Source: an optimization exercise on an open RTL-to-GDS flow (aim: small area, a short achievable clock period and few clock cycles per item). Production flows keep margins and buffers that such runs may drop. No functional check of the RTL was part of this run. No activity file was given, so power comes from the tool's default toggle rates.

<file path="flow/config.mk">
export PLATFORM = sky130hd
export DESIGN_NAME = mx_quant
export DESIGN_NICKNAME = mx_quant
export VERILOG_FILES = /design/flow/design.v
export SDC_FILE = /design/flow/constraint.sdc
export NUM_CORES = 4
export LEC_CHECK = 0
export CAP_MARGIN = 20
export CORE_MARGIN = 2
export CORE_UTILIZATION = 40
export SLEW_MARGIN = 20
</file>
<file path="flow/constraint.sdc">
create_clock -name core_clock -period 22.0 [get_ports {clk}]
set_input_delay 4.4000 -clock core_clock [delete_from_list [all_inputs] [get_ports {clk}]]
set_output_delay 4.4000 -clock core_clock [all_outputs]
set_load 0.01 [all_outputs]
</file>
<file path="flow/design.v">
module mx_quant (
    input  wire        clk,
    input  wire        rst,         
    input  wire        in_valid,
    output wire        in_ready,
    input  wire [31:0] in_data,
    input  wire [1:0]  in_src,      
    input  wire [3:0]  in_dst,      
    output wire        out_valid,
    input  wire        out_ready,
    output wire [7:0]  out_code,
    output wire [7:0]  out_x,
    output wire [9:0]  out_qmax,
    output wire        out_last
);
    localparam [1:0] C_E4 = 2'd0;
    localparam [1:0] C_E5 = 2'd1;
    localparam [1:0] C_I8 = 2'd2;    
    localparam [1:0] C_U8 = 2'd3;    
    localparam integer N = 32;
    reg  [4:0]  in_idx;
    reg  [1:0]  src_in;
    reg  [1:0]  cls_in;
    wire [1:0]  dst_cls = (in_dst == 4'd3) ? C_E4 :
                          (in_dst == 4'd4) ? C_E5 :
                          (in_dst == 4'd9) ? C_U8 : C_I8;
    reg  [31:0] ir_d;
    reg  [1:0]  ir_src;
    reg  [1:0]  ir_cls;
    reg         ir_first, ir_last, ir_v;
    reg  [N-1:0] v;             
    reg  [17:0]  sr [0:N-1];
    wire        head_go;
    wire [N-1:0] en;             
    wire        ir_en    = !ir_v | en[0];
    assign      in_ready = ir_en;
    wire        in_fire  = in_valid & ir_en;
    wire        ir_move  = ir_v & en[0];
    always @(posedge clk) begin
        if (rst) begin
            in_idx <= 5'd0;
            ir_v   <= 1'b0;
        end else begin
            if (ir_en) ir_v <= in_valid;
            if (in_fire) in_idx <= in_idx + 5'd1;
        end
        if (in_fire && in_idx == 5'd0) begin
            src_in <= in_src;
            cls_in <= dst_cls;
        end
        if (ir_en) begin
            ir_d     <= in_data;
            ir_src   <= (in_idx == 5'd0) ? in_src : src_in;
            ir_cls   <= (in_idx == 5'd0) ? dst_cls : cls_in;
            ir_first <= (in_idx == 5'd0);
            ir_last  <= (in_idx == 5'd31);
        end
    end
    reg         dc_s, dc_nf, dc_zr, dc_den;
    reg  [7:0]  dc_e;           
    reg  [22:0] dc_m;           
    always @(*) begin
        dc_s = ir_d[15]; dc_nf = 1'b0; dc_zr = 1'b0; dc_den = 1'b0;
        dc_e = 8'd0; dc_m = 23'd0;
        case (ir_src)
            2'd2: begin
                dc_m  = {ir_d[9:0], 13'd0};
                dc_nf = (ir_d[14:10] == 5'h1f);
                dc_e  = {3'd0, ir_d[14:10]} + 8'd112;
                if (ir_d[14:10] == 5'd0) begin
                    dc_zr  = (ir_d[9:0] == 10'd0);
                    dc_den = !dc_zr;
                end
            end
            2'd1: begin
                dc_m  = {ir_d[6:0], 16'd0};
                dc_nf = (ir_d[14:7] == 8'hff);
                dc_e  = ir_d[14:7];
                if (ir_d[14:7] == 8'd0) begin
                    dc_zr  = (ir_d[6:0] == 7'd0);
                    dc_den = !dc_zr;
                end
            end
            default: begin
                dc_s  = ir_d[31];
                dc_m  = ir_d[22:0];
                dc_nf = (ir_d[30:23] == 8'hff);
                dc_e  = ir_d[30:23];
                if (ir_d[30:23] == 8'd0) begin
                    dc_zr  = (ir_d[22:0] == 23'd0);
                    dc_den = !dc_zr;
                end
            end
        endcase
    end
    function automatic [4:0] lzc23(input [22:0] x);
        integer i;
        reg found;
        begin
            lzc23 = 5'd0;
            found = 1'b0;
            for (i = 22; i >= 0; i = i - 1)
                if (!found && x[i]) begin
                    lzc23 = 5'd22 - i[4:0];
                    found = 1'b1;
                end
        end
    endfunction
    wire [4:0]  dc_lz   = lzc23(dc_m);
    wire [22:0] dc_nm   = dc_m << (dc_lz + 5'd1);              
    wire        dc_fp16 = (ir_src == 2'd2);
    wire [8:0]  dc_e9   = dc_den ? ((dc_fp16 ? 9'd135 : 9'd23) - {4'd0, dc_lz})
                                 : ({1'b0, dc_e} + 9'd23);
    wire [22:0] dc_f    = dc_den ? dc_nm : dc_m;
    wire [7:0]  dc_qm   = dc_den ? (dc_fp16 ? (8'd112 - {3'd0, dc_lz}) : 8'd0) : dc_e;
    wire        dc_u8   = (ir_cls == C_U8);
    wire        dc_kill = dc_zr | (dc_u8 & dc_s);
    wire [17:0] dc_pk   = {dc_kill ? 9'd0 : dc_e9,
                           dc_u8 ? dc_f[15] : dc_s,
                           dc_f[22:16],
                           dc_u8 ? |dc_f[14:0] : |dc_f[15:0]};
    function automatic [8:0] pofm(input [7:0] m, input [1:0] cls);
        begin
            case (cls)
                C_E4:    pofm = (m > 8'd8)  ? {1'b0, m} + 9'd14 : 9'd22;
                C_E5:    pofm = (m > 8'd15) ? {1'b0, m} : 9'd15;
                C_I8:    pofm = {1'b0, m} + 9'd25;
                default: pofm = {1'b0, m} + 9'd24;
            endcase
        end
    endfunction
    reg  [7:0] acc_m;
    reg  [8:0] acc_p;
    reg        acc_nz, acc_nf;
    reg  [7:0] dn_m;
    reg  [8:0] dn_p;
    reg        dn_nz, dn_nf;
    reg  [1:0] dn_cls;
    reg        rdy;             
    reg  [4:0] hd_idx;
    wire       cand   = !dc_nf & !dc_zr;
    wire [7:0] m_prev = ir_first ? 8'd0 : acc_m;
    wire [8:0] p_prev = ir_first ? pofm(8'd0, ir_cls) : acc_p;
    wire       upd    = cand & (dc_qm > m_prev);
    wire [7:0] m_new  = upd ? dc_qm : m_prev;
    wire [8:0] p_new  = upd ? pofm(dc_qm, ir_cls) : p_prev;
    wire       nz_new = (!ir_first & acc_nz) | cand;
    wire       nf_new = (!ir_first & acc_nf) | dc_nf;
    always @(posedge clk) begin
        if (ir_move) begin
            acc_m  <= m_new;
            acc_p  <= p_new;
            acc_nz <= nz_new;
            acc_nf <= nf_new;
        end
        if (ir_move && ir_last) begin
            dn_m   <= m_new;
            dn_p   <= p_new;
            dn_nz  <= nz_new;
            dn_nf  <= nf_new;
            dn_cls <= ir_cls;
        end
    end
    always @(posedge clk) begin
        if (rst) begin
            rdy    <= 1'b0;
            hd_idx <= 5'd0;
        end else begin
            if (head_go) hd_idx <= hd_idx + 5'd1;
            if (ir_move && ir_last) rdy <= 1'b1;
            else if (head_go && hd_idx == 5'd31) rdy <= 1'b0;
        end
    end
    wire [N-1:0] emp = ~v;
    wire [N-1:0] suf;
    genvar gi;
    generate
        for (gi = 0; gi < N; gi = gi + 1) begin : g_suf
            assign suf[gi] = |emp[N-1:gi];
            assign en[gi]  = suf[gi] | head_go;
        end
    endgenerate
    integer k;
    always @(posedge clk) begin
        if (rst) begin
            v <= {N{1'b0}};
        end else begin
            if (en[0]) v[0] <= ir_v;
            for (k = 1; k < N; k = k + 1)
                if (en[k]) v[k] <= v[k-1];
        end
        if (en[0]) sr[0] <= dc_pk;
        for (k = 1; k < N; k = k + 1)
            if (en[k]) sr[k] <= sr[k-1];
    end
    reg        c1_v, s_v;
    wire       c1_free = !c1_v | !s_v;
    assign     head_go = v[N-1] & rdy & c1_free;
    wire [17:0] hd     = sr[N-1];
    wire [8:0]  hd_e9  = hd[17:9];
    wire        hd_u8  = (dn_cls == C_U8);
    wire        hd_s   = hd_u8 ? 1'b0 : hd[8];
    wire [8:0]  hd_sig = {1'b1, hd[7:1], hd_u8 ? hd[8] : 1'b0};
    wire signed [10:0] t = $signed({2'b00, dn_p}) - $signed({2'b00, hd_e9});
    wire [3:0]  dmin   = (dn_cls == C_E4) ? 4'd5 : (dn_cls == C_E5) ? 4'd6 : 4'd0;
    wire signed [10:0] dmin_s = $signed({7'd0, dmin});
    wire [3:0]  dsh    = (t > 11'sd10) ? 4'd10 : ((t < dmin_s) ? dmin : t[3:0]);
    wire signed [10:0] ex_s = dmin_s - t;
    wire [4:0]  hd_ex  = (t < dmin_s) ? ex_s[4:0] : 5'd0;
    wire [17:0] hd_sh  = {hd_sig, 9'd0} >> dsh;
    wire [8:0]  hd_r   = hd_sh[17:9];
    wire        hd_g   = hd_sh[8];
    wire        hd_st  = (|hd_sh[7:0]) | hd[0];
    reg  [8:0]  c1_r;
    reg         c1_g, c1_st, c1_s, c1_kill, c1_first, c1_last;
    reg  [4:0]  c1_ex;
    reg  [1:0]  c1_cls;
    wire        c1_inc = c1_g & (c1_st | c1_r[0]);
    wire [8:0]  c1_rr  = c1_r + {8'd0, c1_inc};
    wire [7:0]  e4m    = {c1_ex[3:0], 3'd0} + {3'd0, c1_rr[4:0]};
    wire [7:0]  e5m    = {c1_ex, 2'd0} + {3'd0, c1_rr[4:0]};
    wire [6:0]  e4s    = (e4m > 8'd126) ? 7'd126 : e4m[6:0];
    wire [6:0]  e5s    = (e5m > 8'd123) ? 7'd123 : e5m[6:0];
    wire [6:0]  i8m    = (c1_rr > 9'd127) ? 7'd127 : c1_rr[6:0];
    wire [7:0]  i8c    = c1_s ? (8'd0 - {1'b0, i8m}) : {1'b0, i8m};
    wire [7:0]  u8c    = c1_rr[8] ? 8'd255 : c1_rr[7:0];
    reg  [7:0]  c1_code;
    always @(*) begin
        case (c1_cls)
            C_E4:    c1_code = {c1_s, e4s};
            C_E5:    c1_code = {c1_s, e5s};
            C_I8:    c1_code = i8c;
            default: c1_code = u8c;
        endcase
        if (c1_kill) c1_code = 8'd0;
    end
    wire       dn_z   = !dn_nf & !dn_nz;
    reg  [4:0] dn_emax;
    always @(*) begin
        case (dn_cls)
            C_E4:    dn_emax = 5'd8;
            C_E5:    dn_emax = 5'd15;
            default: dn_emax = 5'd0;
        endcase
    end
    wire [8:0] dn_xd  = {1'b0, dn_m} - {4'd0, dn_emax};
    wire [7:0] dn_x   = dn_nf ? 8'hff : (dn_z | dn_xd[8]) ? 8'h00 : dn_xd[7:0];
    wire [9:0] dn_q   = {dn_nf, dn_z, dn_nf ? 8'hff : (dn_z ? 8'h00 : dn_m)};
    reg  [7:0] o_code, s_code;
    reg  [7:0] o_x;
    reg  [9:0] o_q;
    reg        o_last, s_last, s_first, o_v;
    wire c1_move = c1_v & !s_v;
    wire o_load  = !o_v | out_ready;
    always @(posedge clk) begin
        if (rst) begin
            c1_v <= 1'b0;
            s_v  <= 1'b0;
            o_v  <= 1'b0;
        end else begin
            if (c1_free) c1_v <= head_go;
            if (o_load) begin
                o_v <= s_v | c1_v;
                s_v <= 1'b0;
            end else if (c1_move) begin
                s_v <= 1'b1;
            end
        end
        if (head_go) begin
            c1_r     <= hd_r;
            c1_g     <= hd_g;
            c1_st    <= hd_st;
            c1_s     <= hd_s;
            c1_ex    <= hd_ex;
            c1_cls   <= dn_cls;
            c1_kill  <= dn_nf | !dn_nz;
            c1_first <= (hd_idx == 5'd0);
            c1_last  <= (hd_idx == 5'd31);
        end
        if (!o_load && c1_move) begin
            s_code  <= c1_code;
            s_last  <= c1_last;
            s_first <= c1_first;
        end
        if (o_load) begin
            if (s_v) begin
                o_code <= s_code;
                o_last <= s_last;
                if (s_first) begin
                    o_x <= dn_x;
                    o_q <= dn_q;
                end
            end else begin
                o_code <= c1_code;
                o_last <= c1_last;
                if (c1_first) begin
                    o_x <= dn_x;
                    o_q <= dn_q;
                end
            end
        end
    end
    assign out_valid = o_v;
    assign out_code  = o_code;
    assign out_x     = o_x;
    assign out_qmax  = o_q;
    assign out_last  = o_last;
endmodule
</file>
<file path="flow/run.sh">
#!/bin/bash
# synth_recipe.tcl (not shown) runs the flow's synth.tcl, then flattens the netlist and writes it again
# the make line also repeats each setting of config.mk as NAME=value (left out here)
make -C /OpenROAD-flow-scripts/flow DESIGN_CONFIG=/design/flow/config.mk WORK_HOME=/design/flow/orfs CLKGATE_MAP_FILE= SYNTH_SCRIPT=/design/flow/synth_recipe.tcl finish
</file>
==> run summary <==
[placed cells by master, fill, tap and decap left out, types with 20 or more instances in the layout]
| cell type | Yosys | routed |
|---|---|---|
| mux2_2 | 28 | 28 |
| a21o_1 | 25 | 25 |
| clkbuf_1 | 46 | 25 |
| nor2b_1 | 24 | 24 |
| clkbuf_16 | 0 | 76 |
| clkdlybuf4s50_1 | 0 | 69 |
| xnor2_1 | 37 | 37 |
| nand2_1 | 133 | 133 |
| nor2_1 | 151 | 150 |
| o21ai_0 | 63 | 63 |
| inv_1 | 82 | 82 |
| edfxtp_1 | 717 | 717 |
| dfxtp_1 | 47 | 47 |
| nand2b_1 | 20 | 20 |
| mux2i_1 | 34 | 34 |
| a21oi_1 | 121 | 121 |
| ha_1 | 61 | 60 |
| nand3_1 | 34 | 34 |
[worst register-to-register path: stages, from the launching register on]
cell,delay (ns)
edfxtp_1,0.39
inv_1,0.07
ha_1,0.73
a22oi_1,0.20
o21ai_0,0.77
o31ai_1,0.29
a21oi_4,0.91
ha_1,0.39
buf_4,0.24
nand3_1,0.10
o21ai_1,0.24
ha_1,0.43
nor2b_1,0.13
o21a_1,0.11
o21a_1,0.10
o21ai_0,0.07
nand2_1,0.06
nand4_1,0.73
nor2b_1,0.52
a221o_1,0.35
a221oi_1,0.22
nor2_1,0.08
[power groups by stage]
| stage | combinational (mW) | clock (mW) | sequential (mW) |
|---|---|---|---|
| 2_1_floorplan | 0.458 | 0 | 2.17 |
| 3_3_place_gp | 0.585 | 0 | 2.22 |
| 3_5_place_dp | 0.587 | 0 | 2.24 |
| 4_1_cts | 0.591 | 1.27 | 2.21 |
| 5_1_grt | 0.659 | 1.32 | 2.25 |
| 6_report | 0.599 | 1.23 | 2.21 |
[metal layers]
metal	wire length, um	vias to the layer above	GRT usage (%)
met5	0	-	0
met4	1560	0	5.31
met3	2410	105	2.49
met2	26500	384	23.1
met1	24500	7918	19.1
li1	-	7685	-
[layout make-up]
| class | instances | share of cell area [%] |
|---|---|---|
| inverters | 90 | 1.00 |
| clock inverters | 32 | 1.03 |
| well taps | 969 | 3.54 |
| clock buffers | 104 | 5.94 |
| flip-flops and latches | 764 | 65.5 |
| repair buffers | 83 | 2.33 |
| multi-input cells | 1057 | 20.6 |
[kinds of logic after synthesis]
| logic type | synth area share [%] |
|---|---|
| flops | 74.3 |
| xor+xnor | 1.57 |
| simple gates | 8.21 |
| fa+ha+maj | 2.92 |
| buf+inv | 2.33 |
| compound gates | 8.51 |
| mux | 2.17 |
[sequential cells by signal, summed over array words and instances, names as in the netlist, 5 cells and up]
signal	cells
hd_idx	5
o_q	10
o_x	8
v	32
dn_m	8
acc_m	8
in_idx	5
s_code	8
c1_ex	5
o_code	8
dn_p	9
acc_p	9
ir_d	32
sr	576
c1_r	9
[how the worst min path moves through the flow]
| stage | startpoint | end | cells past startpoint |
|---|---|---|---|
| after CTS | sr[14][0]$_DFFE_PP_ | sr[15][0]$_DFFE_PP_ | 0 |
| after floorplan | sr[9][0]$_DFFE_PP_ | sr[10][0]$_DFFE_PP_ | 0 |
| after detailed placement | sr[9][11]$_DFFE_PP_ | sr[10][11]$_DFFE_PP_ | 0 |
| after global routing | sr[14][0]$_DFFE_PP_ | sr[15][0]$_DFFE_PP_ | 0 |
| after global placement | sr[14][2]$_DFFE_PP_ | sr[15][2]$_DFFE_PP_ | 0 |
| final | sr[14][10]$_DFFE_PP_ | sr[15][10]$_DFFE_PP_ | 0 |
==> flow_summary.ini <==
[die]
dieArea_mm2 = 0.0778
start_util_pct = 40.5
io_pins = 71
placementRows = 100
die_y_um = 279
core_mm2 = 0.0747
die_width_um = 279

[critical_path]
worstPathArrival_ns = 4.44
critPathLaunchType = flop
reg2regPathDepth = 21
critPathRequiredTime_ns = 17.60
cp.depth = 9
r2r_start = ir_src[1]$_DFFE_PN_
crit_path_end = in_ready
crit_start = s_v$_SDFFE_PP0P_
path_cells = nand2_1 > a211oi_2 > nand4_1 > nor2_1 > and3_1 > and3_1 > and3_1 > nand4_1 > clkdlybuf4s50_1
crit_slowest_cell = dfxtp_1
critPathBufInv = 1
crit_type = flop to output pin
r2r_end = dn_p[5]$_DFFE_PP_
critPathCaptureType = output pin
r2r_slack_ns = 14.59
max_stage_delay_ns = 0.65
crit_family = simple AND/OR/NAND/NOR gates
path_max_fanout = 13
path_common_cell = and3_1

[route]
via_per_inst = 5.19
drt_iter0_markers = 1257
drt_first_pass_iters = 5
post-route-drc-count = 0
wl_per_cell_um = 17.8
vias = 16100
ant_nets = 0
drt-total-wl_um = 55100

[synthesis]
netlist_top_cells_count = 717 x edfxtp_1, 151 x nor2_1, 133 x nand2_1, 121 x a21oi_1, 82 x inv_1
synthDominantCellAreaShare_pct = 71.2
yosysMostFrequentCell = edfxtp_1
avgSynthCellArea_um2 = 15.2
async_flop_share_pct = 0
postSynthCellCount = 1988
synth.net_count = 2097
synth_edf_count = 717
yosysTopAreaCell = edfxtp_1
ys_seq_elements = 764
ys_seq_area_share_pct = 74.3
syn_area_mm2 = 0.0302
synth_ff_type = edfxtp_1
netlist_top_cells_area = edfxtp_1 71%, dfxtp_1 3.1%, ha_1 2.5%
yosysUniqueCellTypes = 103
yosysWarnings = 2

[sta]
clock_skew_ns = 0.0274
worst_slack_ns = 13.16
relSlewSlack_pct = 27.5
fmax_ghz = 0.113
finalMaxSlewViolations = 0
min_period_over_period_pct = 40.2
tightest_slew_ns = 1.08
hold_viol = 0
period_needed_ns = 8.84
finalSetupTns_ns = 0
grt_setup_unrepaired = no
holdWs_ns = 0.398
setup_viol_count_final = 0

[finish]
utilization_pct = 45.9
multi_input_area_mm2 = 0.00708
ff_latch_area_mm2 = 0.0225
fillerInstances = 6364
layout.cells.non_filler = 3099
drive_above_1_share_pct = 9.34
nets = 2181
syn2layout_area_growth_pct = 13.4
final_cell_area_mm2 = 0.0343
n_antenna_cell = 0

[power_and_ir_drop]
total_power_mw = 4.03
p_int_mw = 3.00
p_clk_share_pct = 30.4
switching_share_pct = 25.5
p_sw_mw = 1.03
pwr-share-seq_pct = 54.7
power.density_mw_per_mm2 = 118
power_leakage_nw = 12.5
p_comb_share_pct = 14.9
ir_worst_vdd_mv = 0.0583

[placement]
hpwl_um = 37100
pre_cts_ws_ns = 13.03
place_area_mm2 = 0.0319
io_buffers = 70
dp.cells = 2961
gp_congestion = 0.871

[global_route]
grt_pass1_vias = 16200
antenna_found_initial = 1
grt.total_usage_pct = 14.2
grt_max_degree = 75
grt_pass1_wl_um = 87800
grt-ovfl-total = 0

[hold_path]
hold_class = flop to flop

[clock_network]
cts_buffers = 76
path_clk_slew_ns = 0.06
h-tree-depth = 3
cts_sinks = 764
post_cts_buffers = 0
cts_tree = yes
cts.repair.resized = 0
max-clock-path-buffers = 3
root_buffer = clkbuf_16
ctsHoldBuffers = 0
clkLatencyLatePin_ns = 0.63

[status]
outcome = no timing/DRC/antenna violations

[run]
maxCapViolations = 0

-- re-timing with driven ports --
How much do the figures lean on ideal ports? The routed layout below was timed once more, with nothing changed but the port constraints.
Step 1: set_driving_cell puts a clkbuf_16 on clk and a buf_2 on each other input, an assumption about the parent block.
Step 2 times the ports against the registers' clock, not the clock port: input delays grow and output delays shrink by t, the midpoint of the rising clock arrivals with the driver on.
Slacks: ideal ports / drivers / drivers and shift; pairs: ideal ports / drivers.
shift t [ns]: 0.680
setup slack, ns: 13.157 / 13.095 / 13.775
worst setup path at the end: register to output
slew at the worst register clock pin (ns): 0.06 / 0.06
cell pins on the clock port's net: 1
After both steps this run still meets setup and hold. For this run, drivers alone change the setup slack by -0.062 ns; drivers and shift together by +0.618 ns.
